Background: an optimization exercise with open tools, aiming at small area and a short achievable clock period. Do not read the settings as production practice.
No functional check of the RTL was part of any run shown here.

==> flow/design.v, too long to show whole: its modules and the start of the top module <==
// module rs37_decoder: 2225 lines
module rs37_decoder (
    input  wire         clk,
    input  wire         rst,
    input  wire         in_valid,
    input  wire [295:0] in_word,
    input  wire [2:0]   in_poison,
    output reg          out_valid,
    output reg  [255:0] out_data,
    output reg  [1:0]   out_result,
    output reg  [7:0]   out_sym_a,
    output reg  [7:0]   out_sym_b
);
  // ...
==> flow/run.sh <==
#!/bin/bash
# synth_recipe.tcl (not shown) runs the flow's synth.tcl, then flattens the netlist and writes it again
# the make line also repeats each setting of config.mk as NAME=value (left out here)
make -C /OpenROAD-flow-scripts/flow DESIGN_CONFIG=/design/flow/config.mk WORK_HOME=/design/flow/orfs CLKGATE_MAP_FILE= SYNTH_SCRIPT=/design/flow/synth_recipe.tcl finish
==> flow/config.mk <==
export PLATFORM = sky130hd
export DESIGN_NAME = rs37_decoder
export DESIGN_NICKNAME = rs37_decoder
export VERILOG_FILES = /design/flow/design.v
export SDC_FILE = /design/flow/constraint.sdc
export NUM_CORES = 4
export LEC_CHECK = 0
export CAP_MARGIN = 60
export CORE_MARGIN = 2
export CORE_UTILIZATION = 40
export PLACE_DENSITY = 0.6
export SLEW_MARGIN = 80
==> flow/constraint.sdc <==
create_clock -name core_clock -period 25.0 [get_ports {clk}]
set_input_delay 5.0000 -clock core_clock [delete_from_list [all_inputs] [get_ports {clk}]]
set_output_delay 5.0000 -clock core_clock [all_outputs]
set_load 0.01 [all_outputs]
==> flow_summary.json, run 1 <==
{
  "status": "complete, no violations",
  "dominantRegCellSynth": "dfxtp_1",
  "timing.max_slew.rel_slack_pct": 76.04,
  "largest-register": "w1",
  "synth_compound_gate_area_share_pct": 8.212,
  "critical_path_buf_inv_count": 13,
  "timing.rr.start": "lsel2[4]$_DFF_P_",
  "drive_above_1_share_pct": 31.79,
  "timing.setup.critical_path_class": "reg2reg",
  "nFillCells": 15080,
  "area_growth_pct": 43.96,
  "min_path_cells": 0,
  "timing.critical_path.depth": 38,
  "wirelength_mm": 427.0,
  "worstSetupEndpointType": "flop",
  "timing_hold_violations_final": 0,
  "cts_hold_repair.buffers": 0,
  "maxCapViolations": 0,
  "min_from": "m1$_DFF_P_",
  "nMultiInputCombCells": 6320,
  "synth_nets": 8146,
  "timing.final.max_slew_violations": 0,
  "vias_per_cell": 5.819,
  "drcViolationCount": 0,
  "cp_data_arrival_time_ns": 12.00,
  "layout.nets": 9449,
  "grt_max_degree": 38,
  "ys_top_cells_by_count": "xnor2_1, dfxtp_1, nand2_1",
  "y_dimension_of_the_die_um": 426.8,
  "holdWs_ns": 0.3321,
  "tritoncts.num_buffers": 92,
  "seqAreaFraction_pct": 17.88,
  "post_synth_fa_ha_maj_area_fraction_pct": 0.6614
}
==> inputs of run 2 (changes only) <==
--- a/flow/design.v
+++ b/flow/design.v
@@ -357,16 +357,17 @@
                 8'h08: loc_idx = 6'd33;
                 8'h04: loc_idx = 6'd34;
                 8'h02: loc_idx = 6'd35;
                 8'h01: loc_idx = 6'd36;
                 default: loc_idx = 6'd63;
             endcase
         end
     endfunction
+    localparam [8*37-1:0] ALOC = 296'h01020408102040801D3A74E8CD8713264C982D5AB475EAC98F03060C183060C09D274E9C25;
     reg         v1;
     reg         m1;
     reg [295:0] w1;
     always @(posedge clk) begin
         if (rst)
             v1 <= 1'b0;
         else
             v1 <= in_valid;
@@ -2149,77 +2150,130 @@
     assign syn[37] = sx1681;
     assign syn[38] = sx1706;
     assign syn[39] = sx1733;
     wire [7:0] s0 = syn[7:0];
     wire [7:0] s1 = syn[15:8];
     wire [7:0] s2 = syn[23:16];
     wire [7:0] s3 = syn[31:24];
     wire [7:0] s4 = syn[39:32];
-    wire [7:0] det  = gf_mul(s0, s2) ^ gf_sq(s1);
-    wire [7:0] n1   = gf_mul(s0, s3) ^ gf_mul(s1, s2);
-    wire [7:0] n2   = gf_sq(s2) ^ gf_mul(s1, s3);
-    wire       two  = det != 8'd0;
-    wire [7:0] a_c  = two ? det : s0;
-    wire [7:0] b_c  = two ? n2 : s2;
-    wire [7:0] k_c  = gf_mul(a_c, s4) ^ gf_mul(n1, s3) ^ gf_mul(b_c, s2);
-    reg         v2, m2, nz2, two2, kz2, n1z2;
-    reg [255:0] d2;
-    reg [7:0]   s0_2, lsel2, inva2, invn2, n2d2, s1d2;
+    wire nz = syn != 40'd0;
+    wire [255:0] d = w1[255:0];
+    wire m = m1;
+    wire [7:0] det = gf_mul(s0, s2) ^ gf_sq(s1);
+    wire [7:0] n1 = gf_mul(s0, s3) ^ gf_mul(s1, s2);
+    wire [7:0] n2 = gf_sq(s2) ^ gf_mul(s1, s3);
+    wire two = det != 8'd0;
+    wire [7:0] a_c = two ? det : s0;
+    wire [7:0] b_c = two ? n2 : s2;
+    wire [7:0] lsel = two ? n1 : s1;
+    reg v2;
+    reg [7:0] s0_r2;
+    reg [7:0] s1_r2;
+    reg [7:0] s2_r2;
+    reg [7:0] s3_r2;
+    reg [7:0] s4_r2;
+    reg nz_r2;
+    reg [255:0] d_r2;
+    reg m_r2;
+    reg [7:0] det_r2;
+    reg [7:0] n1_r2;
+    reg [7:0] n2_r2;
+    reg two_r2;
+    reg [7:0] a_c_r2;
+    reg [7:0] b_c_r2;
+    reg [7:0] lsel_r2;
     always @(posedge clk) begin
         if (rst)
             v2 <= 1'b0;
         else
             v2 <= v1;
-        m2    <= m1;
-        d2    <= w1[255:0];
-        nz2   <= syn != 40'd0;
-        two2  <= two;
-        kz2   <= k_c == 8'd0;
-        n1z2  <= n1 == 8'd0;
-        s0_2  <= s0;
-        lsel2 <= two ? n1 : s1;
-        inva2 <= gf_inv(a_c);
-        invn2 <= gf_inv(n1);
-        n2d2  <= gf_mul(n2, det);
-        s1d2  <= gf_mul(s1, det);
+        s0_r2 <= s0;
+        s1_r2 <= s1;
+        s2_r2 <= s2;
+        s3_r2 <= s3;
+        s4_r2 <= s4;
+        nz_r2 <= nz;
+        d_r2 <= d;
+        m_r2 <= m;
+        det_r2 <= det;
+        n1_r2 <= n1;
+        n2_r2 <= n2;
+        two_r2 <= two;
+        a_c_r2 <= a_c;
+        b_c_r2 <= b_c;
+        lsel_r2 <= lsel;
     end
-    wire [7:0] l1  = gf_mul(lsel2, inva2);           
-    wire [7:0] cq  = gf_mul(n2d2, gf_sq(invn2));     
-    wire [7:0] z   = qsolve(cq);
-    wire [7:0] x1  = two2 ? gf_mul(l1, z) : l1;
-    wire [7:0] x2  = x1 ^ l1;
-    wire [7:0] y1  = two2 ? (gf_mul(s1d2, invn2) ^ gf_mul(s0_2, z ^ 8'h01)) : s0_2;
-    wire [7:0] y2  = y1 ^ s0_2;
-    localparam [8*37-1:0] ALOC = 296'h01020408102040801D3A74E8CD8713264C982D5AB475EAC98F03060C183060C09D274E9C25;
+    wire kz = (gf_mul(a_c_r2, s4_r2) ^ gf_mul(n1_r2, s3_r2) ^ gf_mul(b_c_r2, s2_r2)) == 8'd0;
+    wire n1z = n1_r2 == 8'd0;
+    wire [7:0] inva = gf_inv(a_c_r2);
+    wire [7:0] invn = gf_inv(n1_r2);
+    wire [7:0] n2d = gf_mul(n2_r2, det_r2);
+    wire [7:0] s1d = gf_mul(s1_r2, det_r2);
+    wire [7:0] l1 = gf_mul(lsel_r2, inva);
+    wire [7:0] cq = gf_mul(n2d, gf_sq(invn));
+    wire [7:0] q = two_r2 ? gf_mul(s1d, invn) : s0_r2;
+    wire [7:0] z = two_r2 ? qsolve(cq) : 8'h01;
+    wire en1 = nz_r2 & ~m_r2 & kz & (two_r2 ? ~cq[5] : n1z);
+    wire en2 = nz_r2 & ~m_r2 & kz & two_r2 & ~cq[5];
+    reg v3;
+    reg [7:0] s0_r3;
+    reg nz_r3;
+    reg [255:0] d_r3;
+    reg m_r3;
+    reg two_r3;
+    reg [7:0] l1_r3;
+    reg [7:0] q_r3;
+    reg [7:0] z_r3;
+    reg en1_r3;
+    reg en2_r3;
+    always @(posedge clk) begin
+        if (rst)
+            v3 <= 1'b0;
+        else
+            v3 <= v2;
+        s0_r3 <= s0_r2;
+        nz_r3 <= nz_r2;
+        d_r3 <= d_r2;
+        m_r3 <= m_r2;
+        two_r3 <= two_r2;
+        l1_r3 <= l1;
+        q_r3 <= q;
+        z_r3 <= z;
+        en1_r3 <= en1;
+        en2_r3 <= en2;
+    end
+    wire [7:0] x1 = gf_mul(l1_r3, z_r3);
+    wire [7:0] x2 = x1 ^ l1_r3;
+    wire [7:0] y1 = q_r3 ^ gf_mul(s0_r3, z_r3 ^ 8'h01);
+    wire [7:0] y2 = y1 ^ s0_r3;
     reg [36:0] hit1, hit2;
     integer k;
     always @(*) begin
         for (k = 0; k < 37; k = k + 1) begin
             hit1[k] = x1 == ALOC[8*k +: 8];
             hit2[k] = x2 == ALOC[8*k +: 8];
         end
     end
-    wire ok = nz2 & ~m2 & kz2 & (|hit1) &
-              (two2 ? (~cq[5] & (|hit2)) : n1z2);
-    wire ok2 = ok & two2;
-    wire [5:0] p1 = ok  ? loc_idx(x1) : 6'd63;
-    wire [5:0] p2 = ok2 ? loc_idx(x2) : 6'd63;
-    wire       swp = p2 < p1;
-    wire [5:0] pa = swp ? p2 : p1;
-    wire [5:0] pb = swp ? p1 : p2;
+    wire ok  = (|hit1) & (en1_r3 & ~two_r3 | en2_r3 & (|hit2));
+    wire ok2 = ok & two_r3;
+    wire [5:0] i1  = loc_idx(x1);
+    wire [5:0] i2  = loc_idx(x2);
+    wire       swp = i2 < i1;
+    wire [5:0] pa  = ok  ? ((ok2 & swp) ? i2 : i1) : 6'd63;
+    wire [5:0] pb  = ok2 ? (swp ? i1 : i2) : 6'd63;
     reg [255:0] data_c;
     integer b;
     always @(*) begin
         for (b = 0; b < 256; b = b + 1)
-            data_c[b] = d2[b] ^ (ok & hit1[b/8] & y1[b%8]) ^ (ok2 & hit2[b/8] & y2[b%8]);
+            data_c[b] = d_r3[b] ^ (ok & hit1[b/8] & y1[b%8]) ^ (ok2 & hit2[b/8] & y2[b%8]);
     end
     always @(posedge clk) begin
         if (rst)
             out_valid <= 1'b0;
         else
-            out_valid <= v2;
+            out_valid <= v3;
         out_data   <= data_c;
-        out_result <= m2 ? 2'd3 : (!nz2 ? 2'd0 : (ok ? 2'd1 : 2'd2));
+        out_result <= m_r3 ? 2'd3 : (!nz_r3 ? 2'd0 : (ok ? 2'd1 : 2'd2));
         out_sym_a  <= {{2{&pa}}, pa};
         out_sym_b  <= {{2{&pb}}, pb};
     end
 endmodule
==> flow/config.mk (replaced) <==
export PLATFORM = sky130hd
export DESIGN_NAME = rs37_decoder
export DESIGN_NICKNAME = rs37_decoder
export VERILOG_FILES = /design/flow/design.v
export SDC_FILE = /design/flow/constraint.sdc
export NUM_CORES = 4
export LEC_CHECK = 0
export CAP_MARGIN = 20
export CORE_MARGIN = 2
export CORE_UTILIZATION = 40
export PLACE_DENSITY = 0.6
export SLEW_MARGIN = 20
==> run 2 against run 1 <==
Against the previous run:
- largest cell class unchanged
- area after synthesis is 3.2% higher
- critical path type unchanged
- clock skew rose by 0.0083 ns
- cell count fell by 6.7%
==> flow_summary.json, run 2 <==
{
  "layout.nets": 8499,
  "largest_register_ff_count": 296,
  "std_cell_rows": 157,
  "synth-edff-count": 0,
  "critical_path_peak_fanout": 18,
  "grt.total_usage_pct": 44.69,
  "min_from": "d_r2[62]$_DFF_P_",
  "yosys-top-cells-area": "dfxtp_1, xnor2_1, xnor3_1",
  "antenna_found_initial": 90,
  "grt_first_pass_wirelength_mm": 559.3,
  "grt.overflow.total": 0,
  "drcViolationCount": 0,
  "worstMarginPinSlew_ns": 1.394,
  "min_delay_worst_endpoint": "d_r3[62]$_DFF_P_",
  "place_ws_ns": 14.85,
  "startpoint_type_of_the_worst_setup_path": "flop",
  "ys_ff_latch": 1229,
  "cts_tree": "done",
  "grt_setup_unrepaired": "no",
  "cts_hold_repair.buffers": 0,
  "vias_per_cell": 5.950,
  "final_core_occ_pct": 48.13,
  "synth_area_leader_cell": "dfxtp_1",
  "min_path_cells": 0,
  "y_dimension_of_the_die_um": 433.5,
  "cts.sinks": 1229,
  "postRouteAntennaNets": 0,
  "timing.max_slew.rel_slack_pct": 6.388,
  "timing.final.max_slew_violations": 0,
  "cts_post_setup_buffers_inserted": 0,
  "yosys.cell_types.count": 93,
  "synth-seq-area-share_pct": 33.35,
  "timing_hold_violations_final": 0,
  "grt_max_degree": 74,
  "wirelength_mm": 432.4,
  "synthCells": 7668,
  "fp.coreArea_um2": 183100,
  "drtPass1Iterations": 19,
  "syn-mean-instance-area_um2": 9.621,
  "timing.setup.critical_path_class": "reg2reg",
  "post-route-worst-setup-slack_ns": 14.37,
  "yosysMostFrequentCell": "xnor2_1",
  "synth_nets": 8009,
  "dieWidth_um": 433.5,
  "tritoncts.num_buffers": 136,
  "r2r_cells": 23,
  "postSynth.asyncResetShare_pct": 0,
  "worstSetupEndpointType": "flop",
  "cp_data_arrival_time_ns": 11.43,
  "synth_top_area_share_pct": 33.35,
  "worst-r2r-setup-slack_ns": 14.37,
  "clk_path_buf_depth": 3,
  "timing.rr.start": "w1[87]$_DFF_P_",
  "synthesis.area_um2": 73780,
  "first_iter_violations": 10580,
  "final_cell_count_without_fillers": 10780,
  "cts.clk_slew.worst_paths_ns": 0.06,
  "min-delay-path-class": "reg2reg",
  "io_buffer_count": 576,
  "vias": 64170,
  "insertion_delay_ns": 0.86,
  "finalSetupViolations": 0,
  "cts_htree_levels": 4,
  "dominantRegCellSynth": "dfxtp_1",
  "initial_utilization_pct": 40.30,
  "critical_path_required_ns": 25.79,
  "drive_above_1_share_pct": 7.748,
  "ys_top_cells_by_count": "xnor2_1, dfxtp_1, nand2_1",
  "half_perimeter_wire_length_after_placement_mm": 347.1,
  "area_growth_pct": 19.45,
  "floorplan.die_area_um2": 187900,
  "first_global_vias": 59440,
  "final_skew_ns": 0.06806,
  "gp_congestion": 1.146,
  "nFillCells": 17170,
  "placedCellCount": 10480,
  "timing.final.crit_period_ns": 10.63,
  "ctsResizeCount": 0,
  "status": "complete, no violations",
  "fmax_ghz": 0.09404,
  "largest-register": "w1",
  "yosysWarnings": 1,
  "design.portCount": 577,
  "leading_cell_type_in_the_layout_fill_and_taps_excluded": "xnor2_1",
  "drt-wirelength-per-cell_um": 40.10,
  "ctsRootBufferMaster": "clkbuf_16",
  "timing.final.crit_share_pct": 42.53,
  "final.setup.tns_ns": 0,
  "most-common-layout-cells": "xnor2_1, dfxtp_1, nand2_1",
  "maxCapViolations": 0
}
[run 2: worst max path at each step]
stage | startpoint | end | slack, ns | cells past startpoint
after global routing | w1[87]$_DFF_P_ | flop | 14.20 | 22
after floorplan | w1[191]$_DFF_P_ | flop | 18.37 | 23
after detailed placement | w1[87]$_DFF_P_ | flop | 14.85 | 23
after global placement | w1[87]$_DFF_P_ | flop | 14.79 | 22
final | w1[87]$_DFF_P_ | flop | 14.37 | 23
after CTS | w1[87]$_DFF_P_ | flop | 14.82 | 23
[run 2: final cells by class]
| class | instances | area, um^2 | area share (%) |
|---|---|---|---|
| Multi-Input combinational cell | 5840 | 47250 | 53.62 |
| Inverter | 106 | 397.9 | 0.4515 |
| Clock buffer | 166 | 3656 | 4.149 |
| Antenna cell | 60 | 150.1 | 0.1704 |
| Tap cell | 2464 | 3083 | 3.498 |
| Sequential cell | 1229 | 24600 | 27.92 |
| Clock inverter | 74 | 1194 | 1.354 |
| Timing Repair Buffer | 845 | 7789 | 8.838 |
[run 2: cells by family after synthesis]
group / after synthesis / synth area share [%]
adder cells (fa/ha/maj): 40 / 0.6750
AND/OR/NAND/NOR: 1708 / 9.972
buffers and inverters: 599 / 3.241
multiplexers: 65 / 0.9633
AO/OA/AOI/OAI: 1110 / 9.596
XOR/XNOR: 2917 / 42.20
flip-flops: 1229 / 33.35
[run 2: per-stage QoR]
| stage | cell area, um^2 | hold slack [ns] |
|---|---|---|
| after floorplan | 73780 | 0.3096 |
| after global placement | 82940 | 0.3096 |
| after detailed placement | 83040 | 0.3121 |
| after CTS | 87890 | 0.2870 |
| after global routing | 88070 | 0.2778 |
| final | 88120 | 0.2920 |
[run 2: worst max-delay path: stages, from the launching register on]
cell      delay (ns)
dfxtp_1         0.82
xnor3_1         0.85
xnor2_1         0.70
xnor3_1         0.39
xnor2_2         0.85
inv_2           0.53
xnor2_2         0.56
xnor3_1         0.47
nor2_1          0.19
xnor2_1         0.17
xnor3_1         0.50
xnor3_1         0.46
nor3b_2         0.28
and4_4          0.37
a31oi_1         0.11
buf_4           0.24
inv_1           0.55
ha_1            0.95
nand2_1         0.35
a21boi_0        0.26
o221ai_1        0.24
o32ai_1         0.15
a311oi_1        0.37
a31o_1          0.16
[run 2: routing by layer]
layer  routed length [um]  vias to the layer above  track usage [%]
met5                  216                        -           0.4163
met4                33850                       28            28.25
met3                57300                     1120            16.88
met2               174200                     4999            63.09
met1               166800                    31580            56.88
li1                     -                    26440                -

## what the ideal ports hide
In the flow no input, the clock included, has a driving cell. The finished layouts below were timed again as built, in two steps. Step 1: set_driving_cell puts a clkbuf_16 on clk and a buf_2 on each other input, an assumption about the parent block. Step 2 moves the port delays by t, midway between the first and last clock arrival at a register: inputs arrive t later, outputs are due t later. That takes back most of the time a late clock gives input paths. Slacks: ideal ports / drivers / drivers and shift; pairs: ideal ports / drivers.
| run | t, ns | setup slack, ns | hold slack, ns |
|---|---|---|---|
| run 1 | 0.823 | 13.620 / 13.620 / 13.620 | 0.332 / 0.332 / 0.332 |
| run 2 | 0.924 | 14.367 / 14.367 / 14.367 | 0.292 / 0.292 / 0.292 |
After both steps every run listed still meets setup and hold.
